This is an optimization exercise on Yosys and OpenROAD, whose aim is small area and a short achievable clock period, not a production implementation. Function was checked by simulation only, so behaviour that the tests miss may differ from the original.

--- flow/config.mk ---
export PLATFORM = sky130hd
export DESIGN_NAME = scr_curve_thr
export DESIGN_NICKNAME = scr_curve_thr
export VERILOG_FILES = /design/flow/design.v
export SDC_FILE = /design/flow/constraint.sdc
export NUM_CORES = 4
export LEC_CHECK = 0
export ABC_CLOCK_PERIOD_IN_PS = 40000
export CAP_MARGIN = 20
export CORE_MARGIN = 2
export CORE_UTILIZATION = 40
export CTS_BUF_LIST = sky130_fd_sc_hd__clkbuf_8
export GPL_TIMING_DRIVEN = 0
export PLACE_DENSITY = 0.6
export SLEW_MARGIN = 20
export SYNTH_HIERARCHICAL = 1
export SYNTH_MINIMUM_KEEP_SIZE = 0
--- flow/constraint.sdc ---
create_clock -name core_clock -period 70.0 [get_ports {clk}]
set_input_delay 14.0000 -clock core_clock [delete_from_list [all_inputs] [get_ports {clk}]]
set_output_delay 14.0000 -clock core_clock [all_outputs]
set_load 0.01 [all_outputs]
--- flow/design.v ---
module scr_curve_thr (
    input             clk,
    input             rst,
    input             in_valid,
    input      [11:0] g,           
    input      [95:0] curve,       
    input      [55:0] thr,         
    input      [2:0]  nbnd,        
    input             off,         
    output reg        out_valid,
    output reg [11:0] v,
    output reg [2:0]  level
);
    wire [11:0] pa, pb, su;
    wire        dec, m0;
    scr_pick u_pick (.g(g), .curve(curve), .pa(pa), .pb(pb), .s(su), .dec(dec), .m0(m0));
    reg        s_valid;
    reg [11:0] s_pa, s_pb, s_s;
    reg        s_dec, s_m0;
    reg [55:0] s_thr;
    reg [2:0]  s_nbnd;
    reg        s_off;
    always @(posedge clk) begin
        if (rst) s_valid <= 1'b0;
        else     s_valid <= in_valid;
        s_pa   <= pa;
        s_pb   <= pb;
        s_s    <= su;
        s_dec  <= dec;
        s_m0   <= m0;
        s_thr  <= thr;
        s_nbnd <= nbnd;
        s_off  <= off;
    end
    reg  [11:0] w;
    integer i;
    always @(*)
        for (i = 0; i < 12; i = i + 1)
            w[i] = s_s[i] ^ (~s_dec & ((s_s & ((12'd1 << i) - 12'd1)) == ((12'd1 << i) - 12'd1)))
                 ^ s_m0;
    wire pp0_0 = ~(w[0] ? s_pb[0] : s_pa[0]);
    wire pp0_1 = ~(w[0] ? s_pb[1] : s_pa[1]);
    wire pp0_2 = ~(w[0] ? s_pb[2] : s_pa[2]);
    wire pp0_3 = ~(w[0] ? s_pb[3] : s_pa[3]);
    wire pp0_4 = ~(w[0] ? s_pb[4] : s_pa[4]);
    wire pp0_5 = ~(w[0] ? s_pb[5] : s_pa[5]);
    wire pp0_6 = ~(w[0] ? s_pb[6] : s_pa[6]);
    wire pp0_7 = ~(w[0] ? s_pb[7] : s_pa[7]);
    wire pp0_8 = ~(w[0] ? s_pb[8] : s_pa[8]);
    wire pp0_9 = ~(w[0] ? s_pb[9] : s_pa[9]);
    wire pp0_10 = ~(w[0] ? s_pb[10] : s_pa[10]);
    wire pp0_11 = ~(w[0] ? s_pb[11] : s_pa[11]);
    wire pp1_0 = ~(w[1] ? s_pb[0] : s_pa[0]);
    wire pp1_1 = ~(w[1] ? s_pb[1] : s_pa[1]);
    wire pp1_2 = ~(w[1] ? s_pb[2] : s_pa[2]);
    wire pp1_3 = ~(w[1] ? s_pb[3] : s_pa[3]);
    wire pp1_4 = ~(w[1] ? s_pb[4] : s_pa[4]);
    wire pp1_5 = ~(w[1] ? s_pb[5] : s_pa[5]);
    wire pp1_6 = ~(w[1] ? s_pb[6] : s_pa[6]);
    wire pp1_7 = ~(w[1] ? s_pb[7] : s_pa[7]);
    wire pp1_8 = ~(w[1] ? s_pb[8] : s_pa[8]);
    wire pp1_9 = ~(w[1] ? s_pb[9] : s_pa[9]);
    wire pp1_10 = ~(w[1] ? s_pb[10] : s_pa[10]);
    wire pp1_11 = ~(w[1] ? s_pb[11] : s_pa[11]);
    wire pp2_0 = ~(w[2] ? s_pb[0] : s_pa[0]);
    wire pp2_1 = ~(w[2] ? s_pb[1] : s_pa[1]);
    wire pp2_2 = ~(w[2] ? s_pb[2] : s_pa[2]);
    wire pp2_3 = ~(w[2] ? s_pb[3] : s_pa[3]);
    wire pp2_4 = ~(w[2] ? s_pb[4] : s_pa[4]);
    wire pp2_5 = ~(w[2] ? s_pb[5] : s_pa[5]);
    wire pp2_6 = ~(w[2] ? s_pb[6] : s_pa[6]);
    wire pp2_7 = ~(w[2] ? s_pb[7] : s_pa[7]);
    wire pp2_8 = ~(w[2] ? s_pb[8] : s_pa[8]);
    wire pp2_9 = ~(w[2] ? s_pb[9] : s_pa[9]);
    wire pp2_10 = ~(w[2] ? s_pb[10] : s_pa[10]);
    wire pp2_11 = ~(w[2] ? s_pb[11] : s_pa[11]);
    wire pp3_0 = ~(w[3] ? s_pb[0] : s_pa[0]);
    wire pp3_1 = ~(w[3] ? s_pb[1] : s_pa[1]);
    wire pp3_2 = ~(w[3] ? s_pb[2] : s_pa[2]);
    wire pp3_3 = ~(w[3] ? s_pb[3] : s_pa[3]);
    wire pp3_4 = ~(w[3] ? s_pb[4] : s_pa[4]);
    wire pp3_5 = ~(w[3] ? s_pb[5] : s_pa[5]);
    wire pp3_6 = ~(w[3] ? s_pb[6] : s_pa[6]);
    wire pp3_7 = ~(w[3] ? s_pb[7] : s_pa[7]);
    wire pp3_8 = ~(w[3] ? s_pb[8] : s_pa[8]);
    wire pp3_9 = ~(w[3] ? s_pb[9] : s_pa[9]);
    wire pp3_10 = ~(w[3] ? s_pb[10] : s_pa[10]);
    wire pp3_11 = ~(w[3] ? s_pb[11] : s_pa[11]);
    wire pp4_0 = ~(w[4] ? s_pb[0] : s_pa[0]);
    wire pp4_1 = ~(w[4] ? s_pb[1] : s_pa[1]);
    wire pp4_2 = ~(w[4] ? s_pb[2] : s_pa[2]);
    wire pp4_3 = ~(w[4] ? s_pb[3] : s_pa[3]);
    wire pp4_4 = ~(w[4] ? s_pb[4] : s_pa[4]);
    wire pp4_5 = ~(w[4] ? s_pb[5] : s_pa[5]);
    wire pp4_6 = ~(w[4] ? s_pb[6] : s_pa[6]);
    wire pp4_7 = ~(w[4] ? s_pb[7] : s_pa[7]);
    wire pp4_8 = ~(w[4] ? s_pb[8] : s_pa[8]);
    wire pp4_9 = ~(w[4] ? s_pb[9] : s_pa[9]);
    wire pp4_10 = ~(w[4] ? s_pb[10] : s_pa[10]);
    wire pp4_11 = ~(w[4] ? s_pb[11] : s_pa[11]);
    wire pp5_0 = ~(w[5] ? s_pb[0] : s_pa[0]);
    wire pp5_1 = ~(w[5] ? s_pb[1] : s_pa[1]);
    wire pp5_2 = ~(w[5] ? s_pb[2] : s_pa[2]);
    wire pp5_3 = ~(w[5] ? s_pb[3] : s_pa[3]);
    wire pp5_4 = ~(w[5] ? s_pb[4] : s_pa[4]);
    wire pp5_5 = ~(w[5] ? s_pb[5] : s_pa[5]);
    wire pp5_6 = ~(w[5] ? s_pb[6] : s_pa[6]);
    wire pp5_7 = ~(w[5] ? s_pb[7] : s_pa[7]);
    wire pp5_8 = ~(w[5] ? s_pb[8] : s_pa[8]);
    wire pp5_9 = ~(w[5] ? s_pb[9] : s_pa[9]);
    wire pp5_10 = ~(w[5] ? s_pb[10] : s_pa[10]);
    wire pp5_11 = ~(w[5] ? s_pb[11] : s_pa[11]);
    wire pp6_0 = ~(w[6] ? s_pb[0] : s_pa[0]);
    wire pp6_1 = ~(w[6] ? s_pb[1] : s_pa[1]);
    wire pp6_2 = ~(w[6] ? s_pb[2] : s_pa[2]);
    wire pp6_3 = ~(w[6] ? s_pb[3] : s_pa[3]);
    wire pp6_4 = ~(w[6] ? s_pb[4] : s_pa[4]);
    wire pp6_5 = ~(w[6] ? s_pb[5] : s_pa[5]);
    wire pp6_6 = ~(w[6] ? s_pb[6] : s_pa[6]);
    wire pp6_7 = ~(w[6] ? s_pb[7] : s_pa[7]);
    wire pp6_8 = ~(w[6] ? s_pb[8] : s_pa[8]);
    wire pp6_9 = ~(w[6] ? s_pb[9] : s_pa[9]);
    wire pp6_10 = ~(w[6] ? s_pb[10] : s_pa[10]);
    wire pp6_11 = ~(w[6] ? s_pb[11] : s_pa[11]);
    wire pp7_0 = ~(w[7] ? s_pb[0] : s_pa[0]);
    wire pp7_1 = ~(w[7] ? s_pb[1] : s_pa[1]);
    wire pp7_2 = ~(w[7] ? s_pb[2] : s_pa[2]);
    wire pp7_3 = ~(w[7] ? s_pb[3] : s_pa[3]);
    wire pp7_4 = ~(w[7] ? s_pb[4] : s_pa[4]);
    wire pp7_5 = ~(w[7] ? s_pb[5] : s_pa[5]);
    wire pp7_6 = ~(w[7] ? s_pb[6] : s_pa[6]);
    wire pp7_7 = ~(w[7] ? s_pb[7] : s_pa[7]);
    wire pp7_8 = ~(w[7] ? s_pb[8] : s_pa[8]);
    wire pp7_9 = ~(w[7] ? s_pb[9] : s_pa[9]);
    wire pp7_10 = ~(w[7] ? s_pb[10] : s_pa[10]);
    wire pp7_11 = ~(w[7] ? s_pb[11] : s_pa[11]);
    wire pp8_0 = ~(w[8] ? s_pb[0] : s_pa[0]);
    wire pp8_1 = ~(w[8] ? s_pb[1] : s_pa[1]);
    wire pp8_2 = ~(w[8] ? s_pb[2] : s_pa[2]);
    wire pp8_3 = ~(w[8] ? s_pb[3] : s_pa[3]);
    wire pp8_4 = ~(w[8] ? s_pb[4] : s_pa[4]);
    wire pp8_5 = ~(w[8] ? s_pb[5] : s_pa[5]);
    wire pp8_6 = ~(w[8] ? s_pb[6] : s_pa[6]);
    wire pp8_7 = ~(w[8] ? s_pb[7] : s_pa[7]);
    wire pp8_8 = ~(w[8] ? s_pb[8] : s_pa[8]);
    wire pp8_9 = ~(w[8] ? s_pb[9] : s_pa[9]);
    wire pp8_10 = ~(w[8] ? s_pb[10] : s_pa[10]);
    wire pp8_11 = ~(w[8] ? s_pb[11] : s_pa[11]);
    wire pp9_0 = ~(w[9] ? s_pb[0] : s_pa[0]);
    wire pp9_1 = ~(w[9] ? s_pb[1] : s_pa[1]);
    wire pp9_2 = ~(w[9] ? s_pb[2] : s_pa[2]);
    wire pp9_3 = ~(w[9] ? s_pb[3] : s_pa[3]);
    wire pp9_4 = ~(w[9] ? s_pb[4] : s_pa[4]);
    wire pp9_5 = ~(w[9] ? s_pb[5] : s_pa[5]);
    wire pp9_6 = ~(w[9] ? s_pb[6] : s_pa[6]);
    wire pp9_7 = ~(w[9] ? s_pb[7] : s_pa[7]);
    wire pp9_8 = ~(w[9] ? s_pb[8] : s_pa[8]);
    wire pp9_9 = ~(w[9] ? s_pb[9] : s_pa[9]);
    wire pp9_10 = ~(w[9] ? s_pb[10] : s_pa[10]);
    wire pp9_11 = ~(w[9] ? s_pb[11] : s_pa[11]);
    wire pp10_0 = ~(w[10] ? s_pb[0] : s_pa[0]);
    wire pp10_1 = ~(w[10] ? s_pb[1] : s_pa[1]);
    wire pp10_2 = ~(w[10] ? s_pb[2] : s_pa[2]);
    wire pp10_3 = ~(w[10] ? s_pb[3] : s_pa[3]);
    wire pp10_4 = ~(w[10] ? s_pb[4] : s_pa[4]);
    wire pp10_5 = ~(w[10] ? s_pb[5] : s_pa[5]);
    wire pp10_6 = ~(w[10] ? s_pb[6] : s_pa[6]);
    wire pp10_7 = ~(w[10] ? s_pb[7] : s_pa[7]);
    wire pp10_8 = ~(w[10] ? s_pb[8] : s_pa[8]);
    wire pp10_9 = ~(w[10] ? s_pb[9] : s_pa[9]);
    wire pp10_10 = ~(w[10] ? s_pb[10] : s_pa[10]);
    wire pp10_11 = ~(w[10] ? s_pb[11] : s_pa[11]);
    wire pp11_0 = ~(w[11] ? s_pb[0] : s_pa[0]);
    wire pp11_1 = ~(w[11] ? s_pb[1] : s_pa[1]);
    wire pp11_2 = ~(w[11] ? s_pb[2] : s_pa[2]);
    wire pp11_3 = ~(w[11] ? s_pb[3] : s_pa[3]);
    wire pp11_4 = ~(w[11] ? s_pb[4] : s_pa[4]);
    wire pp11_5 = ~(w[11] ? s_pb[5] : s_pa[5]);
    wire pp11_6 = ~(w[11] ? s_pb[6] : s_pa[6]);
    wire pp11_7 = ~(w[11] ? s_pb[7] : s_pa[7]);
    wire pp11_8 = ~(w[11] ? s_pb[8] : s_pa[8]);
    wire pp11_9 = ~(w[11] ? s_pb[9] : s_pa[9]);
    wire pp11_10 = ~(w[11] ? s_pb[10] : s_pa[10]);
    wire pp11_11 = ~(w[11] ? s_pb[11] : s_pa[11]);
    wire s1, c2;
    scr_ha ha3 (.a(pp0_2), .b(pp1_1), .s(s1), .co(c2));
    wire s4, c5;
    scr_ha ha6 (.a(pp0_3), .b(pp1_2), .s(s4), .co(c5));
    wire s7, c8;
    scr_fa fa9 (.a(pp2_1), .b(pp3_0), .c(c2), .s(s7), .co(c8));
    wire s10, c11;
    scr_ha ha12 (.a(pp0_4), .b(pp1_3), .s(s10), .co(c11));
    wire s13, c14;
    scr_fa fa15 (.a(pp2_2), .b(pp3_1), .c(pp4_0), .s(s13), .co(c14));
    wire s16, c17;
    scr_fa fa18 (.a(c5), .b(s10), .c(s13), .s(s16), .co(c17));
    wire s19, c20;
    scr_ha ha21 (.a(pp0_5), .b(pp1_4), .s(s19), .co(c20));
    wire s22, c23;
    scr_fa fa24 (.a(pp2_3), .b(pp3_2), .c(pp4_1), .s(s22), .co(c23));
    wire s25, c26;
    scr_fa fa27 (.a(pp5_0), .b(c11), .c(c14), .s(s25), .co(c26));
    wire s28, c29;
    scr_fa fa30 (.a(s19), .b(s22), .c(c17), .s(s28), .co(c29));
    wire s31, c32;
    scr_ha ha33 (.a(pp0_6), .b(pp1_5), .s(s31), .co(c32));
    wire s34, c35;
    scr_fa fa36 (.a(pp2_4), .b(pp3_3), .c(pp4_2), .s(s34), .co(c35));
    wire s37, c38;
    scr_fa fa39 (.a(pp5_1), .b(pp6_0), .c(c20), .s(s37), .co(c38));
    wire s40, c41;
    scr_fa fa42 (.a(c23), .b(s31), .c(s34), .s(s40), .co(c41));
    wire s43, c44;
    scr_fa fa45 (.a(c26), .b(s37), .c(s40), .s(s43), .co(c44));
    wire s46, c47;
    scr_ha ha48 (.a(pp0_7), .b(pp1_6), .s(s46), .co(c47));
    wire s49, c50;
    scr_fa fa51 (.a(pp2_5), .b(pp3_4), .c(pp4_3), .s(s49), .co(c50));
    wire s52, c53;
    scr_fa fa54 (.a(pp5_2), .b(pp6_1), .c(pp7_0), .s(s52), .co(c53));
    wire s55, c56;
    scr_fa fa57 (.a(c32), .b(c35), .c(s46), .s(s55), .co(c56));
    wire s58, c59;
    scr_fa fa60 (.a(s49), .b(s52), .c(c38), .s(s58), .co(c59));
    wire s61, c62;
    scr_fa fa63 (.a(c41), .b(s55), .c(s58), .s(s61), .co(c62));
    wire s64, c65;
    scr_ha ha66 (.a(pp0_8), .b(pp1_7), .s(s64), .co(c65));
    wire s67, c68;
    scr_fa fa69 (.a(pp2_6), .b(pp3_5), .c(pp4_4), .s(s67), .co(c68));
    wire s70, c71;
    scr_fa fa72 (.a(pp5_3), .b(pp6_2), .c(pp7_1), .s(s70), .co(c71));
    wire s73, c74;
    scr_fa fa75 (.a(pp8_0), .b(c47), .c(c50), .s(s73), .co(c74));
    wire s76, c77;
    scr_fa fa78 (.a(c53), .b(s64), .c(s67), .s(s76), .co(c77));
    wire s79, c80;
    scr_fa fa81 (.a(s70), .b(c56), .c(s73), .s(s79), .co(c80));
    wire s82, c83;
    scr_fa fa84 (.a(s76), .b(c59), .c(s79), .s(s82), .co(c83));
    wire s85, c86;
    scr_ha ha87 (.a(pp0_9), .b(pp1_8), .s(s85), .co(c86));
    wire s88, c89;
    scr_fa fa90 (.a(pp2_7), .b(pp3_6), .c(pp4_5), .s(s88), .co(c89));
    wire s91, c92;
    scr_fa fa93 (.a(pp5_4), .b(pp6_3), .c(pp7_2), .s(s91), .co(c92));
    wire s94, c95;
    scr_fa fa96 (.a(pp8_1), .b(pp9_0), .c(c65), .s(s94), .co(c95));
    wire s97, c98;
    scr_fa fa99 (.a(c68), .b(c71), .c(s85), .s(s97), .co(c98));
    wire s100, c101;
    scr_fa fa102 (.a(s88), .b(s91), .c(c74), .s(s100), .co(c101));
    wire s103, c104;
    scr_fa fa105 (.a(c77), .b(s94), .c(s97), .s(s103), .co(c104));
    wire s106, c107;
    scr_fa fa108 (.a(s100), .b(c80), .c(s103), .s(s106), .co(c107));
    wire s109, c110;
    scr_ha ha111 (.a(pp0_10), .b(pp10_0), .s(s109), .co(c110));
    wire s112, c113;
    scr_fa fa114 (.a(pp1_9), .b(pp2_8), .c(pp3_7), .s(s112), .co(c113));
    wire s115, c116;
    scr_fa fa117 (.a(pp4_6), .b(pp5_5), .c(pp6_4), .s(s115), .co(c116));
    wire s118, c119;
    scr_fa fa120 (.a(pp7_3), .b(pp8_2), .c(pp9_1), .s(s118), .co(c119));
    wire s121, c122;
    scr_fa fa123 (.a(c86), .b(c89), .c(c92), .s(s121), .co(c122));
    wire s124, c125;
    scr_fa fa126 (.a(s109), .b(s112), .c(s115), .s(s124), .co(c125));
    wire s127, c128;
    scr_fa fa129 (.a(s118), .b(c95), .c(c98), .s(s127), .co(c128));
    wire s130, c131;
    scr_fa fa132 (.a(s121), .b(s124), .c(c101), .s(s130), .co(c131));
    wire s133, c134;
    scr_fa fa135 (.a(s127), .b(c104), .c(s130), .s(s133), .co(c134));
    wire s136, c137;
    scr_fa fa138 (.a(pp0_11), .b(pp10_1), .c(pp11_0), .s(s136), .co(c137));
    wire s139, c140;
    scr_fa fa141 (.a(pp1_10), .b(pp2_9), .c(pp3_8), .s(s139), .co(c140));
    wire s142, c143;
    scr_fa fa144 (.a(pp4_7), .b(pp5_6), .c(pp6_5), .s(s142), .co(c143));
    wire s145, c146;
    scr_fa fa147 (.a(pp7_4), .b(pp8_3), .c(pp9_2), .s(s145), .co(c146));
    wire s148, c149;
    scr_fa fa150 (.a(c110), .b(c113), .c(c116), .s(s148), .co(c149));
    wire s151, c152;
    scr_fa fa153 (.a(c119), .b(s136), .c(s139), .s(s151), .co(c152));
    wire s154, c155;
    scr_fa fa156 (.a(s142), .b(s145), .c(c122), .s(s154), .co(c155));
    wire s157, c158;
    scr_fa fa159 (.a(c125), .b(s148), .c(s151), .s(s157), .co(c158));
    wire s160, c161;
    scr_fa fa162 (.a(s154), .b(c128), .c(s157), .s(s160), .co(c161));
    wire s163, c164;
    scr_fa fa165 (.a(c131), .b(s160), .c(c134), .s(s163), .co(c164));
    wire s166, c167;
    scr_fa fa168 (.a(pp10_2), .b(pp11_1), .c(pp1_11), .s(s166), .co(c167));
    wire s169, c170;
    scr_fa fa171 (.a(pp2_10), .b(pp3_9), .c(pp4_8), .s(s169), .co(c170));
    wire s172, c173;
    scr_fa fa174 (.a(pp5_7), .b(pp6_6), .c(pp7_5), .s(s172), .co(c173));
    wire s175, c176;
    scr_fa fa177 (.a(pp8_4), .b(pp9_3), .c(c137), .s(s175), .co(c176));
    wire s178, c179;
    scr_fa fa180 (.a(c140), .b(c143), .c(c146), .s(s178), .co(c179));
    wire s181, c182;
    scr_fa fa183 (.a(s166), .b(s169), .c(s172), .s(s181), .co(c182));
    wire s184, c185;
    scr_fa fa186 (.a(c149), .b(c152), .c(s175), .s(s184), .co(c185));
    wire s187, c188;
    scr_fa fa189 (.a(s178), .b(s181), .c(c155), .s(s187), .co(c188));
    wire s190, c191;
    scr_fa fa192 (.a(s184), .b(c158), .c(s187), .s(s190), .co(c191));
    wire s193, c194;
    scr_fa fa195 (.a(c161), .b(s190), .c(c164), .s(s193), .co(c194));
    wire s196, c197;
    scr_fa fa198 (.a(pp10_3), .b(pp11_2), .c(pp2_11), .s(s196), .co(c197));
    wire s199, c200;
    scr_fa fa201 (.a(pp3_10), .b(pp4_9), .c(pp5_8), .s(s199), .co(c200));
    wire s202, c203;
    scr_fa fa204 (.a(pp6_7), .b(pp7_6), .c(pp8_5), .s(s202), .co(c203));
    wire s205, c206;
    scr_fa fa207 (.a(pp9_4), .b(c167), .c(c170), .s(s205), .co(c206));
    wire s208, c209;
    scr_fa fa210 (.a(c173), .b(s196), .c(s199), .s(s208), .co(c209));
    wire s211, c212;
    scr_fa fa213 (.a(s202), .b(c176), .c(c179), .s(s211), .co(c212));
    wire s214, c215;
    scr_fa fa216 (.a(c182), .b(s205), .c(s208), .s(s214), .co(c215));
    wire s217, c218;
    scr_fa fa219 (.a(s211), .b(c185), .c(s214), .s(s217), .co(c218));
    wire s220, c221;
    scr_fa fa222 (.a(c188), .b(s217), .c(c191), .s(s220), .co(c221));
    wire s223, c224;
    scr_fa fa225 (.a(pp10_4), .b(pp11_3), .c(pp3_11), .s(s223), .co(c224));
    wire s226, c227;
    scr_fa fa228 (.a(pp4_10), .b(pp5_9), .c(pp6_8), .s(s226), .co(c227));
    wire s229, c230;
    scr_fa fa231 (.a(pp7_7), .b(pp8_6), .c(pp9_5), .s(s229), .co(c230));
    wire s232, c233;
    scr_fa fa234 (.a(c197), .b(c200), .c(c203), .s(s232), .co(c233));
    wire s235, c236;
    scr_fa fa237 (.a(s223), .b(s226), .c(s229), .s(s235), .co(c236));
    wire s238, c239;
    scr_fa fa240 (.a(c206), .b(c209), .c(s232), .s(s238), .co(c239));
    wire s241, c242;
    scr_fa fa243 (.a(s235), .b(c212), .c(s238), .s(s241), .co(c242));
    wire s244, c245;
    scr_fa fa246 (.a(c215), .b(c218), .c(s241), .s(s244), .co(c245));
    wire s247, c248;
    scr_fa fa249 (.a(pp10_5), .b(pp11_4), .c(pp4_11), .s(s247), .co(c248));
    wire s250, c251;
    scr_fa fa252 (.a(pp5_10), .b(pp6_9), .c(pp7_8), .s(s250), .co(c251));
    wire s253, c254;
    scr_fa fa255 (.a(pp8_7), .b(pp9_6), .c(c224), .s(s253), .co(c254));
    wire s256, c257;
    scr_fa fa258 (.a(c227), .b(c230), .c(s247), .s(s256), .co(c257));
    wire s259, c260;
    scr_fa fa261 (.a(s250), .b(c233), .c(c236), .s(s259), .co(c260));
    wire s262, c263;
    scr_fa fa264 (.a(s253), .b(s256), .c(c239), .s(s262), .co(c263));
    wire s265, c266;
    scr_fa fa267 (.a(s259), .b(c242), .c(s262), .s(s265), .co(c266));
    wire s268, c269;
    scr_fa fa270 (.a(pp10_6), .b(pp11_5), .c(pp5_11), .s(s268), .co(c269));
    wire s271, c272;
    scr_fa fa273 (.a(pp6_10), .b(pp7_9), .c(pp8_8), .s(s271), .co(c272));
    wire s274, c275;
    scr_fa fa276 (.a(pp9_7), .b(c248), .c(c251), .s(s274), .co(c275));
    wire s277, c278;
    scr_fa fa279 (.a(s268), .b(s271), .c(c254), .s(s277), .co(c278));
    wire s280, c281;
    scr_fa fa282 (.a(c257), .b(s274), .c(s277), .s(s280), .co(c281));
    wire s283, c284;
    scr_fa fa285 (.a(c260), .b(c263), .c(s280), .s(s283), .co(c284));
    wire s286, c287;
    scr_fa fa288 (.a(pp10_7), .b(pp11_6), .c(pp6_11), .s(s286), .co(c287));
    wire s289, c290;
    scr_fa fa291 (.a(pp7_10), .b(pp8_9), .c(pp9_8), .s(s289), .co(c290));
    wire s292, c293;
    scr_fa fa294 (.a(c269), .b(c272), .c(s286), .s(s292), .co(c293));
    wire s295, c296;
    scr_fa fa297 (.a(s289), .b(c275), .c(s292), .s(s295), .co(c296));
    wire s298, c299;
    scr_fa fa300 (.a(c278), .b(s295), .c(c281), .s(s298), .co(c299));
    wire s301, c302;
    scr_fa fa303 (.a(pp10_8), .b(pp11_7), .c(pp7_11), .s(s301), .co(c302));
    wire s304, c305;
    scr_fa fa306 (.a(pp8_10), .b(pp9_9), .c(c287), .s(s304), .co(c305));
    wire s307, c308;
    scr_fa fa309 (.a(c290), .b(s301), .c(c293), .s(s307), .co(c308));
    wire s310, c311;
    scr_fa fa312 (.a(s304), .b(s307), .c(c296), .s(s310), .co(c311));
    wire s313, c314;
    scr_fa fa315 (.a(pp10_9), .b(pp11_8), .c(pp8_11), .s(s313), .co(c314));
    wire s316, c317;
    scr_fa fa318 (.a(pp9_10), .b(c302), .c(s313), .s(s316), .co(c317));
    wire s319, c320;
    scr_fa fa321 (.a(c305), .b(s316), .c(c308), .s(s319), .co(c320));
    wire s322, c323;
    scr_fa fa324 (.a(pp10_10), .b(pp11_9), .c(pp9_11), .s(s322), .co(c323));
    wire s325, c326;
    scr_fa fa327 (.a(c314), .b(s322), .c(c317), .s(s325), .co(c326));
    wire s328, c329;
    scr_fa fa330 (.a(pp10_11), .b(pp11_10), .c(c323), .s(s328), .co(c329));
    wire [23:0] q, qn;
    assign q = ~qn;
    wire s331 = ~pp0_0;
    wire c332 = pp0_0;
    assign qn[0] = s331;
    wire s333, c334;
    scr_fa fa335 (.a(pp0_1), .b(pp1_0), .c(c332), .s(s333), .co(c334));
    assign qn[1] = s333;
    wire s336, c337;
    scr_fa fa338 (.a(pp2_0), .b(s1), .c(c334), .s(s336), .co(c337));
    assign qn[2] = s336;
    wire s339, c340;
    scr_fa fa341 (.a(s4), .b(s7), .c(c337), .s(s339), .co(c340));
    assign qn[3] = s339;
    wire s342, c343;
    scr_fa fa344 (.a(c8), .b(s16), .c(c340), .s(s342), .co(c343));
    assign qn[4] = s342;
    wire s345, c346;
    scr_fa fa347 (.a(s25), .b(s28), .c(c343), .s(s345), .co(c346));
    assign qn[5] = s345;
    wire s348, c349;
    scr_fa fa350 (.a(c29), .b(s43), .c(c346), .s(s348), .co(c349));
    assign qn[6] = s348;
    wire s351, c352;
    scr_fa fa353 (.a(c44), .b(s61), .c(c349), .s(s351), .co(c352));
    assign qn[7] = s351;
    wire s354, c355;
    scr_fa fa356 (.a(c62), .b(s82), .c(c352), .s(s354), .co(c355));
    assign qn[8] = s354;
    wire s357, c358;
    scr_fa fa359 (.a(c83), .b(s106), .c(c355), .s(s357), .co(c358));
    assign qn[9] = s357;
    wire s360, c361;
    scr_fa fa362 (.a(c107), .b(s133), .c(c358), .s(s360), .co(c361));
    assign qn[10] = s360;
    wire s363 = ~(s163 ^ c361);
    wire c364 = s163 | c361;
    assign qn[11] = s363;
    wire s365 = ~(s193 ^ c364);
    wire c366 = s193 | c364;
    assign qn[12] = s365;
    wire s367, c368;
    scr_fa fa369 (.a(s220), .b(c194), .c(c366), .s(s367), .co(c368));
    assign qn[13] = s367;
    wire s370, c371;
    scr_fa fa372 (.a(s244), .b(c221), .c(c368), .s(s370), .co(c371));
    assign qn[14] = s370;
    wire s373, c374;
    scr_fa fa375 (.a(c245), .b(s265), .c(c371), .s(s373), .co(c374));
    assign qn[15] = s373;
    wire [23:0] qs0, qs1;
    wire s376 = ~(c266 ^ s283);
    wire c377 = c266 | s283;
    assign qs0[16] = s376;
    wire s378, c379;
    scr_fa fa380 (.a(c284), .b(s298), .c(c377), .s(s378), .co(c379));
    assign qs0[17] = s378;
    wire s381, c382;
    scr_fa fa383 (.a(s310), .b(c299), .c(c379), .s(s381), .co(c382));
    assign qs0[18] = s381;
    wire s384, c385;
    scr_fa fa386 (.a(c311), .b(s319), .c(c382), .s(s384), .co(c385));
    assign qs0[19] = s384;
    wire s387, c388;
    scr_fa fa389 (.a(s325), .b(c320), .c(c385), .s(s387), .co(c388));
    assign qs0[20] = s387;
    wire s390, c391;
    scr_fa fa392 (.a(s328), .b(c326), .c(c388), .s(s390), .co(c391));
    assign qs0[21] = s390;
    wire s393, c394;
    scr_fa fa395 (.a(pp11_11), .b(c329), .c(c391), .s(s393), .co(c394));
    assign qs0[22] = s393;
    assign qs0[23] = c394;
    wire s396, c397;
    scr_ha ha398 (.a(c266), .b(s283), .s(s396), .co(c397));
    assign qs1[16] = s396;
    wire s399, c400;
    scr_fa fa401 (.a(c284), .b(s298), .c(c397), .s(s399), .co(c400));
    assign qs1[17] = s399;
    wire s402, c403;
    scr_fa fa404 (.a(s310), .b(c299), .c(c400), .s(s402), .co(c403));
    assign qs1[18] = s402;
    wire s405, c406;
    scr_fa fa407 (.a(c311), .b(s319), .c(c403), .s(s405), .co(c406));
    assign qs1[19] = s405;
    wire s408, c409;
    scr_fa fa410 (.a(s325), .b(c320), .c(c406), .s(s408), .co(c409));
    assign qs1[20] = s408;
    wire s411, c412;
    scr_fa fa413 (.a(s328), .b(c326), .c(c409), .s(s411), .co(c412));
    assign qs1[21] = s411;
    wire s414, c415;
    scr_fa fa416 (.a(pp11_11), .b(c329), .c(c412), .s(s414), .co(c415));
    assign qs1[22] = s414;
    assign qs1[23] = c415;
    assign qn[16] = c374 ? qs0[16] : qs1[16];
    assign qn[17] = c374 ? qs0[17] : qs1[17];
    assign qn[18] = c374 ? qs0[18] : qs1[18];
    assign qn[19] = c374 ? qs0[19] : qs1[19];
    assign qn[20] = c374 ? qs0[20] : qs1[20];
    assign qn[21] = c374 ? qs0[21] : qs1[21];
    assign qn[22] = c374 ? qs0[22] : qs1[22];
    assign qn[23] = c374 ? qs0[23] : qs1[23];
    wire [11:0] qa = q[23:12];
    wire [11:0] qb = q[11:0];
    reg  [11:0] v_c;
    reg         k;
    always @(*) begin
        k = 1'b0;
        for (i = 0; i < 12; i = i + 1)
            k = (qa[i] & qb[i]) | (qa[i] & k) | (qb[i] & k);
        for (i = 0; i < 12; i = i + 1)
            v_c[i] = qa[i] ^ (k & ((qa & ((12'd1 << i) - 12'd1)) == ((12'd1 << i) - 12'd1)));
    end
    reg  [6:0] hit;
    reg  [8:0] tb;
    reg        gt;
    integer b, j;
    always @(*) begin
        for (b = 0; b < 7; b = b + 1) begin
            tb = {s_thr[8 * b +: 8], 1'b0};
            gt = 1'b0;
            for (j = 0; j < 9; j = j + 1)
                gt = (v_c[3 + j] & ~tb[j]) | ((v_c[3 + j] | ~tb[j]) & gt);
            hit[b] = gt & (b + 1 <= s_nbnd) & ~s_off;
        end
    end
    wire h1s = hit[0] ^ hit[1] ^ hit[2];
    wire h1c = (hit[0] & hit[1]) | (hit[0] & hit[2]) | (hit[1] & hit[2]);
    wire h2s = hit[3] ^ hit[4] ^ hit[5];
    wire h2c = (hit[3] & hit[4]) | (hit[3] & hit[5]) | (hit[4] & hit[5]);
    wire h3s = h1s ^ h2s ^ hit[6];
    wire h3c = (h1s & h2s) | (h1s & hit[6]) | (h2s & hit[6]);
    wire h4s = h1c ^ h2c ^ h3c;
    wire h4c = (h1c & h2c) | (h1c & h3c) | (h2c & h3c);
    wire [2:0] cnt = {h4c, h4s, h3s};
    always @(posedge clk) begin
        if (rst) out_valid <= 1'b0;
        else     out_valid <= s_valid;
        v     <= v_c;
        level <= cnt;
    end
endmodule
module scr_pick (
    input      [11:0] g,
    input      [95:0] curve,
    output     [11:0] pa,
    output     [11:0] pb,
    output     [11:0] s,
    output            dec,
    output            m0
);
    wire [2:0]  g3 = g[11:9];
    wire        lt;
    scr_lt u_lt (.g(g), .lt(lt));
    integer i;
    assign      dec = lt | (&g);                   
    reg  [3:0]  ea0, ea1, ob0, ob1;                
    always @(*) begin
        case (g3)
            3'd0:    begin ea0 = 4'b0001; ea1 = 4'b0001; ob0 = 4'b0001; ob1 = 4'b0001; end
            3'd1:    begin ea0 = 4'b0010; ea1 = 4'b0001; ob0 = 4'b0001; ob1 = 4'b0001; end
            3'd2:    begin ea0 = 4'b0010; ea1 = 4'b0010; ob0 = 4'b0010; ob1 = 4'b0001; end
            3'd3:    begin ea0 = 4'b0100; ea1 = 4'b0010; ob0 = 4'b0010; ob1 = 4'b0010; end
            3'd4:    begin ea0 = 4'b0100; ea1 = 4'b0100; ob0 = 4'b0100; ob1 = 4'b0010; end
            3'd5:    begin ea0 = 4'b1000; ea1 = 4'b0100; ob0 = 4'b0100; ob1 = 4'b0100; end
            3'd6:    begin ea0 = 4'b1000; ea1 = 4'b1000; ob0 = 4'b1000; ob1 = 4'b0100; end
            default: begin ea0 = 4'b1000; ea1 = 4'b1000; ob0 = 4'b1000; ob1 = 4'b1000; end
        endcase
    end
    wire [3:0]  ea = lt ? ea1 : ea0;
    wire [3:0]  ob = lt ? ob1 : ob0;
    scr_sel4 u_sela (.sel(ea), .p0(curve[11:0]),  .p1(curve[35:24]), .p2(curve[59:48]), .p3(curve[83:72]), .y(pa));
    scr_sel4 u_selb (.sel(ob), .p0(curve[23:12]), .p1(curve[47:36]), .p2(curve[71:60]), .p3(curve[95:84]), .y(pb));
    scr_rot u_rot (.g(g), .s(s));
    assign m0 = g[9] ^ dec;
endmodule
module scr_lt (
    input      [11:0] g,
    output            lt
);
    wire [2:0]  g3 = g[11:9];
    reg  [2:0]  b0, b1;
    reg         x0, x1;
    integer k, i;
    always @(*) begin
        for (k = 0; k < 3; k = k + 1) begin
            x0 = 1'b0;
            x1 = 1'b1;
            for (i = 0; i < 3; i = i + 1) begin
                x0 = (~g[3 * k + i] & g3[i]) | ((~g[3 * k + i] | g3[i]) & x0);
                x1 = (~g[3 * k + i] & g3[i]) | ((~g[3 * k + i] | g3[i]) & x1);
            end
            b0[k] = x0;
            b1[k] = x1;
        end
    end
    wire        l1 = b0[0] ? b1[1] : b0[1];
    assign      lt = l1 ? b1[2] : b0[2];
endmodule
module scr_sel4 (
    input      [3:0]  sel,
    input      [11:0] p0,
    input      [11:0] p1,
    input      [11:0] p2,
    input      [11:0] p3,
    output     [11:0] y
);
    assign y = ({12{sel[0]}} & p0) | ({12{sel[1]}} & p1)
             | ({12{sel[2]}} & p2) | ({12{sel[3]}} & p3);
endmodule
module scr_rot (
    input      [11:0] g,
    output     [11:0] s
);
    assign s = {g[8:0], g[11:9]} + ~g;
endmodule
module scr_fa (input a, input b, input c, output s, output co);
    assign s  = a ^ b ^ c;
    assign co = (a & b) | (a & c) | (b & c);
endmodule
module scr_ha (input a, input b, output s, output co);
    assign s  = a ^ b;
    assign co = a & b;
endmodule
--- flow/flow/run.sh ---
#!/bin/bash
# The standard layout (standard.sh), with each port buffered by a
# sky130_fd_sc_hd__buf_1 instead of the cell buffer_ports picks by default.
# make's full output goes to standard.log; ORFS writes each step's log under
# orfs/logs/.
set -euo pipefail
export BUFFER_PORTS_ARGS="-buffer_cell sky130_fd_sc_hd__buf_1"
bash standard.sh > standard.log 2>&1
--- flow/standard.sh ---
#!/bin/bash
# synth_recipe.tcl (not shown) runs the flow's synth.tcl, then flattens the netlist and writes it again
# the make line also repeats each setting of config.mk as NAME=value (left out here)
make -C /OpenROAD-flow-scripts/flow DESIGN_CONFIG=/design/flow/config.mk WORK_HOME=/design/flow/orfs CLKGATE_MAP_FILE= SYNTH_SCRIPT=/design/flow/synth_recipe.tcl "${@:-finish}"
==> metrics.md, run 1 <==
| Metric | Value |
|---|---|
| Mapped Cells | 940 |
| Synth async-reset ratio | 0% |
| Status | timing/DRC/antenna clean |
| Final Util | 46.41% |
| Max Fclk | 62.41 MHz |
| Synth warn | 9 |
| Routed WL | 27,260 µm |
| Data required, critical path | 70,400 ps |
| Distinct cell type count of the synthesized netlist | 86 |
| DP Wirelength | 21,690 µm |
| Sequential Area | 2302 µm² |
| Non-filler cells, final | 1,488 |
| Setup WS pre-CTS | 53,530 ps |
| CP startpoint kind | input port |
| Cell with the most instances after synthesis | mux2i_1 |
| Initial Utilization | 40.40% |
| Share of layout cells above drive strength 1 | 7.599% |
| Die Width | 163.0 µm |
| H-tree levels | 4 |
| Fin Setup TNS | 0 ps |
| Overall die height | 163.0 µm |
| First-pass GRT wire length | 43,020 µm |
| CTS tree | yes |
| Synth top area share | 25.93% |
| DRT iter0 DRCs | 471 |
| Core area | 25,040 µm² |
| Post-synth top flop | dfxtp_1 |
| DR WL/cell | 18.32 µm |
| Final Cycle Share | 22.89% |
| Max_cap viols | 0 |
| Synth cell count leaders | mux2i_1 (149), fa_1 (131), dfxtp_1 (115) |
| Post_cts resized | 0 |
| Antenna-violating nets left | 0 |
| I/O Buffers | 186 |
| Layout overhead on the synthesized area | 14.88% |
| Grt total ovfl | 0 |
| Clock-pin slew on the worst setup and hold paths | 80 ps |
| Drt drc | 0 |
| Hold Buf Count CTS | 0 |
| RD Place Congestion | 0.8897 |
| Sequential area share after synthesis | 22.76% |
| Placed cell count | 1,456 |
| DR pass1 iterations | 5 |
| DR vias/cell | 5.387 |
| Vias in the first global route | 8,030 |
| Post-CTS setup buffer count | 0 |
| Mapped Nets | 1,268 |
| Crit-path max FO | 11 |
| Avg Cell Area, Syn | 10.76 µm² |
| Hold Fails Final Rpt | 0 |
| Largest cells by area after synthesis | fa_1 (26%), dfxtp_1 (23%), mux2i_1 (15%), a22oi_1 (4.1%), ha_1 (3.2%) |
| GR Util All Layers | 20.86% |
| Setup violators final | 0 |
| Fill count | 2,407 |
| Worst Tran Pin Value | 996.2 ps |
| EDFF count, synth | 0 |
| Critical Path End Type | register |
| TritonCTS Sinks | 115 |
| Crit-path slowest cell | a32oi_1 |
| Worst path max stage delay | 490 ps |
| WP buf/inv | 2 |
| Mapped Area | 10,110 µm² |
| Relative slew slack | 31.69% |
| Flip-flop and latch count after synthesis | 115 |
| Nets | 1,473 |
| Pin count of the biggest net entering global routing | 17 |
| WS Path Type | input port to register |
| Max clock buf depth | 2 |
| Worst-path cell chain | buf_1, nor2b_4, maj3_2, o221ai_2, a32oi_1, and2b_1, xnor2_1, nor2_1, buf_4, a22oi_1, nand2_1 |
| RSZ-0062 raised after global routing | no |
| PnR worst setup slack | 53,980 ps |
| Via count | 8,016 |
| Critical path arrival | 16,420 ps |
| TritonCTS Buffers | 17 |
| Post-layout min period | 16,020 ps |
| Fin. max-slew vios | 0 |
| Ant diodes | 0 |
| Worst-Skew Late Latency | 460 ps |
| Final Skew | 12.11 ps |
| Root buffer cell | clkbuf_8 |
| Multi-input logic area | 7352 µm² |
| Worst Hold Class | register to register |
| Site Rows | 58 |
| CP top delay family | simple AND/OR/NAND/NOR gates |
| Die area | 26,580 µm² |
| Cell accounting for the most synthesized area | fa_1 |
| Initial antenna violation count | 0 |
| I/O pin count | 187 |
==> layout make-up <==
type,instances,area share [%]
plain buffers,58,2.735
clock buffers,20,2.369
clock inverters,12,1.023
inverters,38,1.228
multi-input cells,729,63.27
flip-flops and latches,115,19.81
well taps,330,3.553
repair buffers,186,6.008
==> flip-flops by register name, summed over array words and instances (netlist names) <==
register and cells:
level 3, s_m0 1, v 12, s_pb 12, s_dec 1, s_nbnd 3, s_valid 1, s_thr 56
s_pa 12, s_s 12, out_valid 1, s_off 1
==> metal layers <==
metal | routed length, µm | part of all wire [%] | global-route usage, %
met5 | 0 | 0 | 0
met1 | 12240 | 45 | 27.91
met3 | 1775 | 6.5 | 3.631
met4 | 524 | 1.9 | 6.235
met2 | 12720 | 47 | 34.65
==> final timing paths <==
kind | to | depth (start not counted) | slack (ps) | start
hold reg to reg | out_valid$_SDFF_PP0_ | 1 | 440 | s_valid$_SDFF_PP0_
hold / removal | out_valid$_SDFF_PP0_ | 1 | 440 | s_valid$_SDFF_PP0_
setup reg to reg | level[1]$_DFF_P_ | 40 | 56680 | s_m0$_DFF_P_
setup / recovery | s_pa[10]$_DFF_P_ | 11 | 53980 | g[9]
==> modules after synthesis (local to each module, per instance) <==
module	copies in the design	area [µm²]	cells inside	flip-flops and latches
scr_sel4	2	266.5	40	0
scr_curve_thr	1	6126	612	115
scr_fa	126	20.02	1	0
scr_pick	1	172.7	23	0
scr_rot	1	476.7	66	0
scr_ha	10	12.51	1	0
scr_lt	1	158.9	23	0
==> cells in the final DEF (no fill, tap or decap), types with 12 or more instances in the layout <==
cell type | synthesis | layout
buf_1 | 1 | 187
mux2i_1 | 149 | 149
fa_1 | 131 | 131
dfxtp_1 | 115 | 115
a22oi_1 | 55 | 55
nand2_1 | 54 | 54
clkbuf_1 | 40 | 40
inv_1 | 35 | 35
xnor2_1 | 31 | 31
nor2_1 | 27 | 27
a21oi_1 | 26 | 26
ha_1 | 26 | 26
nand3_1 | 21 | 21
clkbuf_8 | 0 | 20
o21ai_0 | 16 | 16
xor2_1 | 12 | 12
==> metrics by stage <==
| stage | area [µm²] | hold WS [ps] |
|---|---|---|
| 2_1_floorplan | 10110 | 413.8 |
| 3_3_place_gp | 11230 | 418.1 |
| 3_5_place_dp | 11230 | 427.9 |
| 4_1_cts | 11620 | 446.4 |
| 5_1_grt | 11620 | 457.8 |
| 6_report | 11620 | 440.3 |
==> cell families after synthesis <==
kind of cell	synth area share (%)
AO/OA/AOI/OAI	13.48
XOR/XNOR	4.268
adder cells (fa/ha/maj)	29.76
buffers and inverters	4.552
flip-flops	22.76
multiplexers	15.98
AND/OR/NAND/NOR	9.191
==> run 2, diff against run 1 <==
--- a/flow/design.v
+++ b/flow/design.v
@@ -559,21 +559,12 @@
     scr_lt u_lt (.g(g), .lt(lt));
     integer i;
     assign      dec = lt | (&g);                   
-    reg  [3:0]  ea0, ea1, ob0, ob1;                
-    always @(*) begin
-        case (g3)
-            3'd0:    begin ea0 = 4'b0001; ea1 = 4'b0001; ob0 = 4'b0001; ob1 = 4'b0001; end
-            3'd1:    begin ea0 = 4'b0010; ea1 = 4'b0001; ob0 = 4'b0001; ob1 = 4'b0001; end
-            3'd2:    begin ea0 = 4'b0010; ea1 = 4'b0010; ob0 = 4'b0010; ob1 = 4'b0001; end
-            3'd3:    begin ea0 = 4'b0100; ea1 = 4'b0010; ob0 = 4'b0010; ob1 = 4'b0010; end
-            3'd4:    begin ea0 = 4'b0100; ea1 = 4'b0100; ob0 = 4'b0100; ob1 = 4'b0010; end
-            3'd5:    begin ea0 = 4'b1000; ea1 = 4'b0100; ob0 = 4'b0100; ob1 = 4'b0100; end
-            3'd6:    begin ea0 = 4'b1000; ea1 = 4'b1000; ob0 = 4'b1000; ob1 = 4'b0100; end
-            default: begin ea0 = 4'b1000; ea1 = 4'b1000; ob0 = 4'b1000; ob1 = 4'b1000; end
-        endcase
-    end
-    wire [3:0]  ea = lt ? ea1 : ea0;
-    wire [3:0]  ob = lt ? ob1 : ob0;
+    wire [3:0]  hh = 4'b0001 << g[11:10];          
+    wire        pa1 = g[9] & ~(g[11] & g[10]);     
+    wire [3:0]  hd = {hh[2:0], 1'b0};              
+    wire [3:0]  hu = {1'b0, hh[3:1]};              
+    wire [3:0]  ea = lt ? hh : (pa1 ? hd : hh);
+    wire [3:0]  ob = lt ? (g[9] ? hh : hu) : hh;
     scr_sel4 u_sela (.sel(ea), .p0(curve[11:0]),  .p1(curve[35:24]), .p2(curve[59:48]), .p3(curve[83:72]), .y(pa));
     scr_sel4 u_selb (.sel(ob), .p0(curve[23:12]), .p1(curve[47:36]), .p2(curve[71:60]), .p3(curve[95:84]), .y(pb));
     scr_rot u_rot (.g(g), .s(s));
==> flow/flow/run.sh (replaced) <==
#!/bin/bash
# The standard layout (standard.sh), with each port buffered by a
# sky130_fd_sc_hd__buf_2 instead of the cell buffer_ports picks by default.
# make's full output goes to standard.log; ORFS writes each step's log under
# orfs/logs/.
set -euo pipefail
export BUFFER_PORTS_ARGS="-buffer_cell sky130_fd_sc_hd__buf_2"
bash standard.sh > standard.log 2>&1
==> run 2 against run 1 <==
- global-route usage up 0.13 points
- via count fell by 1.6%
- sequential share of layout area down 0.087 points
- still clean on timing, DRC and antenna
- core utilization grew 1.4 points
- flip-flop and latch count did not move
- largest cell class unchanged
- clock skew up 5.7 ps
- critical endpoint is now s_pb[1]$_DFF_P_
- cell count fell by 0.20%
==> metrics.md, run 2 <==
| Metric | Value |
|---|---|
| Synth cell count leaders | mux2i_1 (150), fa_1 (131), dfxtp_1 (115) |
| Most common cell after layout, fill and taps aside | buf_2 |
| GRT met3 Usage | 4.316% |
| Synth top area share | 26.28% |
| Met1 GRT Util | 27.65% |
| Critical path arrival | 16,130 ps |
| First-pass GRT wire length | 43,050 µm |
| WS Path Type | input port to register |
| Clock-pin slew on the worst setup and hold paths | 60 ps |
| H-tree levels | 4 |
| Relative slew slack | 38.43% |
| Post-CTS setup buffer count | 0 |
| Synth warn | 8 |
| DR vias/cell | 5.310 |
| TritonCTS Sinks | 115 |
| Post-synth top flop | dfxtp_1 |
| Setup violators final | 0 |
| Mapped Area | 9981 µm² |
| Grt total ovfl | 0 |
| Drt drc | 0 |
| Avg Cell Area, Syn | 10.57 µm² |
| Initial Utilization | 40.92% |
| Data required, critical path | 70,320 ps |
| Hold Buf Count CTS | 0 |
| DRT iter0 DRCs | 453 |
| Reg2Reg Depth | 38 |
| Sequential area share after synthesis | 23.07% |
| Most frequent cells in the layout | buf_2 (187), mux2i_1 (150), fa_1 (131) |
| Fin. max-slew vios | 0 |
| Hold Fails Final Rpt | 0 |
| I/O Buffers | 186 |
| Worst Hold Depth | 1 |
| Pin count of the biggest net entering global routing | 17 |
| TritonCTS Buffers | 17 |
| Crit-path max FO | 11 |
| Largest cells by area after synthesis | fa_1 (26%), dfxtp_1 (23%), mux2i_1 (15%), a22oi_1 (3.8%), ha_1 (3.3%) |
| Synth async-reset ratio | 0% |
| Cell with the most instances after synthesis | mux2i_1 |
| Reg-to-reg startpoint | s_m0$_DFF_P_ |
| DP Wirelength | 21,670 µm |
| Max clock buf depth | 2 |
| Die Width | 162.0 µm |
| DR pass1 iterations | 4 |
| EDFF count, synth | 0 |
| Layout overhead on the synthesized area | 16.94% |
| Final Cycle Share | 22.58% |
| Core area | 24,390 µm² |
| Distinct cell type count of the synthesized netlist | 72 |
| Overall die height | 162.0 µm |
| Critical Path End Type | register |
| Mapped Cells | 944 |
| CTS tree | yes |
| Post-layout min period | 15,810 ps |
| Reg with most FFs | s_thr |
| Via count | 7,885 |
| Status | timing/DRC/antenna clean |
| Vias in the first global route | 8,195 |
| WP buf/inv | 2 |
| Worst Min Path Start | s_valid$_SDFF_PP0_ |
| Fill count | 2,367 |
| Share of layout cells above drive strength 1 | 21.90% |
| Root buffer cell | clkbuf_8 |
| Initial antenna violation count | 1 |
| I/O pin count | 187 |
| RD Place Congestion | 0.8922 |
| CP startpoint kind | input port |
| Worst path max stage delay | 510 ps |
| Worst-Skew Late Latency | 450 ps |
| GR Util All Layers | 20.99% |
| Worst-path cell chain | buf_2, nor2b_4, maj3_2, o221ai_2, a32oi_1, nand2b_2, xnor2_1, nor2_1, buf_6, a22oi_1, nand2_1 |
| Max_cap viols | 0 |
| Nets | 1,477 |
| Flop-to-flop setup slack | 56,870 ps |
| Max Fclk | 63.26 MHz |
| Max reg flops | 56 |
| Crit-path slowest cell | a32oi_1 |
| FF-to-FF End | level[1]$_DFF_P_ |
| Flip-flop and latch count after synthesis | 115 |
| Antenna-violating nets left | 0 |
| Worst Tran Pin Value | 923.5 ps |
| Routed WL | 26,680 µm |
| M2 GR Usage | 34.43% |
| Final Skew | 17.81 ps |
| DR WL/cell | 17.97 µm |
| RSZ-0062 raised after global routing | no |
| Cell accounting for the most synthesized area | fa_1 |
| Post_cts resized | 0 |
| Mapped Nets | 1,272 |
| GRT busiest layer | met2 |
| CP top delay family | compound AO/OA/AOI/OAI gates |
| Site Rows | 57 |
| Fin Setup TNS | 0 ps |
| WHS Endpoint | out_valid$_SDFF_PP0_ |
| Worst Hold Class | register to register |
| Die area | 26,230 µm² |
==> run 2: changes by cell type in the layout (fill, tap and decap cells not counted), moves of 5 or more <==
cell | before | now
o21ai_1 | 5 | 10
nor2_1 | 27 | 45
a211oi_1 | 3 | 9
buf_2 | 2 | 187
nand3_1 | 21 | 12
nor3_1 | 9 | 14
buf_6 | 11 | 6
inv_1 | 35 | 41
maj3_1 | 4 | 13
buf_1 | 187 | 1
clkbuf_1 | 40 | 46
==> run 2: worst register-to-register path, delay by kind of cell, from the launching register on <==
kind,cells,cell delay [ps]
xor gates and xnor gates,2,520
adders and majority gates,20,7580
buffers and inverters,6,1620
DFF,1,380
AOI/OAI and AO/OA,6,1510
and+or+nand+nor,2,460
muxes,2,890
==> run 2: per-module statistics from Yosys, one instance, submodules excluded <==
module,flops+latches,copies in the design,cells
scr_curve_thr,115,1,615
scr_fa,0,126,1
scr_ha,0,10,1
scr_lt,0,1,23
scr_pick,0,1,24
scr_rot,0,1,66
scr_sel4,0,2,40
==> run 2: per-layer routing <==
metal / wire length, µm / vias up
met3: 1370 / 39
met1: 12040 / 3879
met5: 0 / -
met4: 649 / 0
li1: - / 3749
met2: 12630 / 218
==> run 2: worst max path at each step <==
stage	from	endpoint	slack [ps]	cells past startpoint
detailed placement	g[9]	s_pa[1]$_DFF_P_	53720	10
global placement	g[9]	s_pa[1]$_DFF_P_	53770	10
finish	g[9]	s_pb[1]$_DFF_P_	54190	11
floorplan	g[0]	s_s[10]$_DFF_P_	54330	8
global route	g[9]	s_pb[1]$_DFF_P_	54050	11
CTS	g[9]	s_pb[1]$_DFF_P_	54220	11
==> run 2: cells by family after synthesis <==
logic type               after synthesis  synth area share, %
AO/OA/AOI/OAI                        177                12.86
XOR/XNOR                              46                4.037
adder cells (fa/ha/maj)              175                31.40
buffers and inverters                102                4.525
flip-flops                           115                23.07
multiplexers                         157                15.91
AND/OR/NAND/NOR                      172                8.199
==> run 2: metrics by stage <==
stage	cells	utilization, %	area (µm²)	hold WS (ps)	setup WS [ps]
6_report	1485	47.85	11670	444.9	54190
4_1_cts	1484	47.84	11670	448.3	54220
5_1_grt	1485	47.85	11670	457.5	54050
3_5_place_dp	1454	46.40	11320	436.4	53720
2_1_floorplan	944	-	9981	413.8	54330
3_3_place_gp	1454	46.40	11320	444.8	53770
==> run 2: cell type report <==
class                           count  area, µm²  share of cell area (%)
Sequential cell                   115       2302                   19.73
Inverter                           42      157.7                   1.351
Antenna cell                        1      2.502                 0.02144
Tap cell                          324      405.4                   3.473
Clock inverter                     11      90.09                  0.7719
Multi-Input combinational cell    727       7227                   61.92
Clock buffer                       19      261.5                   2.241
Buffer                             60      294.0                   2.519
Timing Repair Buffer              186      930.9                   7.976
==> run 3, diff against run 2 <==
--- a/flow/config.mk
+++ b/flow/config.mk
@@ -8,10 +8,11 @@
 export ABC_CLOCK_PERIOD_IN_PS = 40000
 export CAP_MARGIN = 20
 export CORE_MARGIN = 2
-export CORE_UTILIZATION = 40
+export CORE_UTILIZATION = 60
 export CTS_BUF_LIST = sky130_fd_sc_hd__clkbuf_8
+export CTS_CLUSTER_SIZE = 20
 export GPL_TIMING_DRIVEN = 0
-export PLACE_DENSITY = 0.6
+export PLACE_DENSITY = 0.75
 export SLEW_MARGIN = 20
 export SYNTH_HIERARCHICAL = 1
 export SYNTH_MINIMUM_KEEP_SIZE = 0
==> run 3 against run 2 <==
- highest routed layer unchanged
- global-route usage grew 9.6 points
- non-clock buffer count unchanged
- register-to-register slack got worse by 230 ps
- cell area fell by 0.65%
- core utilization is 23 points higher
- flip-flop and latch count is the same
==> metrics.md, run 3 <==
| Metric | Value |
|---|---|
| TritonCTS Sinks | 115 |
| Root buffer cell | clkbuf_8 |
| Ant diodes | 0 |
| Max Fclk | 63.27 MHz |
| RD Place Congestion | 0.9844 |
| Vias in the first global route | 8,525 |
| TritonCTS Buffers | 17 |
| CP top delay family | compound AO/OA/AOI/OAI gates |
| WP buf/inv | 2 |
| Drt drc | 0 |
| DR pass1 iterations | 6 |
| Worst-path cell chain | buf_2, nor2b_4, maj3_2, o221ai_2, a32oi_1, nand2b_2, xnor2_1, nor2_1, buf_6, a22oi_1, nand2_1 |
| Layout overhead on the synthesized area | 16.17% |
| Flip-flop and latch count after synthesis | 115 |
| Cell with the most instances after synthesis | mux2i_1 |
| Die Width | 133.0 µm |
| Max clock buf depth | 2 |
| I/O Buffers | 186 |
| H-tree levels | 4 |
| Synth cell count leaders | mux2i_1 (150), fa_1 (131), dfxtp_1 (115) |
| Setup WS pre-CTS | 53,740 ps |
| EDFF count, synth | 0 |
| Post-layout min period | 15,810 ps |
| Max reg flops | 56 |
| Hold Fails Final Rpt | 0 |
| Reg with most FFs | s_thr |
| Most frequent cells in the layout | buf_2 (187), mux2i_1 (150), fa_1 (131) |
| Critical Path End Type | register |
| Mapped Nets | 1,272 |
| Sequential area share after synthesis | 23.07% |
| Non-filler cells, final | 1,382 |
| Fin. max-slew vios | 0 |
| Setup violators final | 0 |
| CP startpoint kind | input port |
| RSZ-0062 raised after global routing | no |
| Worst Tran Pin Value | 961.1 ps |
| Max_cap viols | 0 |
| Placed cell count | 1,350 |
| PnR worst setup slack | 54,190 ps |
| Fin area | 11,590 µm² |
| DR WL/cell | 18.96 µm |
| Post-synth top flop | dfxtp_1 |
| Worst path max stage delay | 510 ps |
| First-pass GRT wire length | 42,260 µm |
| Initial Utilization | 60.83% |
| Status | timing/DRC/antenna clean |
| Routed WL | 26,210 µm |
| Site Rows | 47 |
| Worst-Skew Late Latency | 450 ps |
| Pin count of the biggest net entering global routing | 17 |
| Relative slew slack | 34.10% |
| Nets | 1,477 |
| Die area | 17,680 µm² |
| Data required, critical path | 70,340 ps |
| Crit-path slowest cell | a32oi_1 |
| Via count | 8,167 |
| Share of layout cells above drive strength 1 | 21.94% |
| Most common cell after layout, fill and taps aside | buf_2 |
| Clock-pin slew on the worst setup and hold paths | 80 ps |
| Mapped Area | 9981 µm² |
| WS Path Type | input port to register |
| DRT iter0 DRCs | 599 |
| CTS tree | yes |
| Core area | 16,410 µm² |
| Avg Cell Area, Syn | 10.57 µm² |
| Worst Hold Class | register to register |
| Mapped Cells | 944 |
| DR vias/cell | 5.910 |
| Largest cells by area after synthesis | fa_1 (26%), dfxtp_1 (23%), mux2i_1 (15%), a22oi_1 (3.8%), ha_1 (3.3%) |
| Grt total ovfl | 0 |
| Synth top area share | 26.28% |
| Cell accounting for the most synthesized area | fa_1 |
| Distinct cell type count of the synthesized netlist | 72 |
| I/O pin count | 187 |
| DP Wirelength | 20,390 µm |
| Post-CTS setup buffer count | 0 |
| Post_cts resized | 0 |
| Hold Buf Count CTS | 0 |
| Critical path arrival | 16,150 ps |
| Final Cycle Share | 22.58% |
| Fin Setup TNS | 0 ps |
| Placed Instance Area | 11,190 µm² |
| Crit-path max FO | 11 |
| Final Skew | 16.82 ps |
| Overall die height | 133.0 µm |
| Synth async-reset ratio | 0% |
| Initial antenna violation count | 0 |
| Synth warn | 8 |
| Antenna-violating nets left | 0 |
| GR Util All Layers | 30.59% |
[run 3: cell count changes in the layout (fill, tap and decap cells not counted), sizes merged]
cell	delta
clkinv	-2
inv	+2
clkbuf	+1
diode	-1
bufinv	+1
[run 3: logic make-up (layout without fill, tap and decap cells)]
group | count (synthesis) | count (layout) | synth area share [%]
adder cells (fa/ha/maj) | 175 | 175 | 31.40
flip-flops | 115 | 115 | 23.07
multiplexers | 157 | 157 | 15.91
XOR/XNOR | 46 | 46 | 4.037
AO/OA/AOI/OAI | 177 | 177 | 12.86
AND/OR/NAND/NOR | 172 | 172 | 8.199
buffers and inverters | 102 | 320 | 4.525
[run 3: final cells by class]
cell class,count,area [µm²]
multi-input cells,727,7227
clock buffers,20,275.3
fillers,1279,4812
repair buffers,186,930.9
clock inverters,12,132.6
flip-flops and latches,115,2302
inverters,42,157.7
plain buffers,60,294.0
well taps,220,275.3
[run 3: routing by layer]
layer	GRT usage, %	wire length, µm	up-vias
li1	-	-	3759
met1	39.49	11080	4032
met2	50.89	12620	334
met3	8.276	2028	42
met4	8.602	480	0
met5	0	0	-
[run 3: path summary, 6_finish.rpt]
kind | start | end | slack (ps) | cells past startpoint
min | s_valid$_SDFF_PP0_ | out_valid$_SDFF_PP0_ | 450 | 1
max reg2reg | s_m0$_DFF_P_ | level[1]$_DFF_P_ | 56640 | 38
min reg2reg | s_valid$_SDFF_PP0_ | out_valid$_SDFF_PP0_ | 450 | 1
max | g[9] | s_pb[4]$_DFF_P_ | 54190 | 11
[run 3: modules after synthesis (local to each module, per instance)]
| module | times used | area (µm²) | flops+latches | cells inside |
|---|---|---|---|---|
| scr_curve_thr | 1 | 6006 | 115 | 615 |
| scr_rot | 1 | 476.7 | 0 | 66 |
| scr_sel4 | 2 | 266.5 | 0 | 40 |
| scr_lt | 1 | 158.9 | 0 | 23 |
| scr_pick | 1 | 158.9 | 0 | 24 |
| scr_fa | 126 | 20.02 | 0 | 1 |
| scr_ha | 10 | 12.51 | 0 | 1 |
[run 3: worst register-to-register path: cells and delay by family, from the launching register on]
family / cells / cell delay (ps)
simple gates: 2 / 490
fa+ha+maj: 20 / 7650
mux: 2 / 990
flops: 1 / 390
xor+xnor: 2 / 520
compound gates: 6 / 1580
buf+inv: 6 / 1640
[run 3: metrics by stage]
stage | utilization [%] | hold WS, ps
2_1_floorplan | - | 413.8
3_3_place_gp | 68.18 | 430.4
3_5_place_dp | 68.18 | 437.9
4_1_cts | 70.67 | 454.3
5_1_grt | 70.67 | 468.9
6_report | 70.67 | 451.4

port drivers added, routing unchanged:
Ports are ideal in the flow. The routed layouts listed here were re-timed in OpenROAD.
Step 1 sets driving cells, clkbuf_16 on the clock port and buf_2 on the other inputs (assumed; they add their load-dependent delay and slew).
Step 2, shift: input delay + t, output delay - t, t = (earliest + latest rising clock arrival at the registers) / 2. This alone moves slack from input paths to output paths.
Three values: ideal ports, drivers, drivers and shift; two values: the first two.
run | t (ns) | setup WS [ns] | worst setup path after step 2 | slew at the worst register clock pin (ns) | worst slew at a driven data input, ns
run 1 | 0.499 | 53.976 / 54.001 / 53.502 | input to register | 0.09 / 0.09 | 0.06
run 2 | 0.482 | 54.192 / 54.214 / 53.731 | input to register | 0.08 / 0.08 | 0.08
run 3 | 0.484 | 54.194 / 54.214 / 53.730 | input to register | 0.08 / 0.08 | 0.04
After both steps setup and hold are still met in every run listed. For run 1, which loses most, drivers alone change the setup slack by +0.025 ns; drivers and shift together by -0.474 ns.
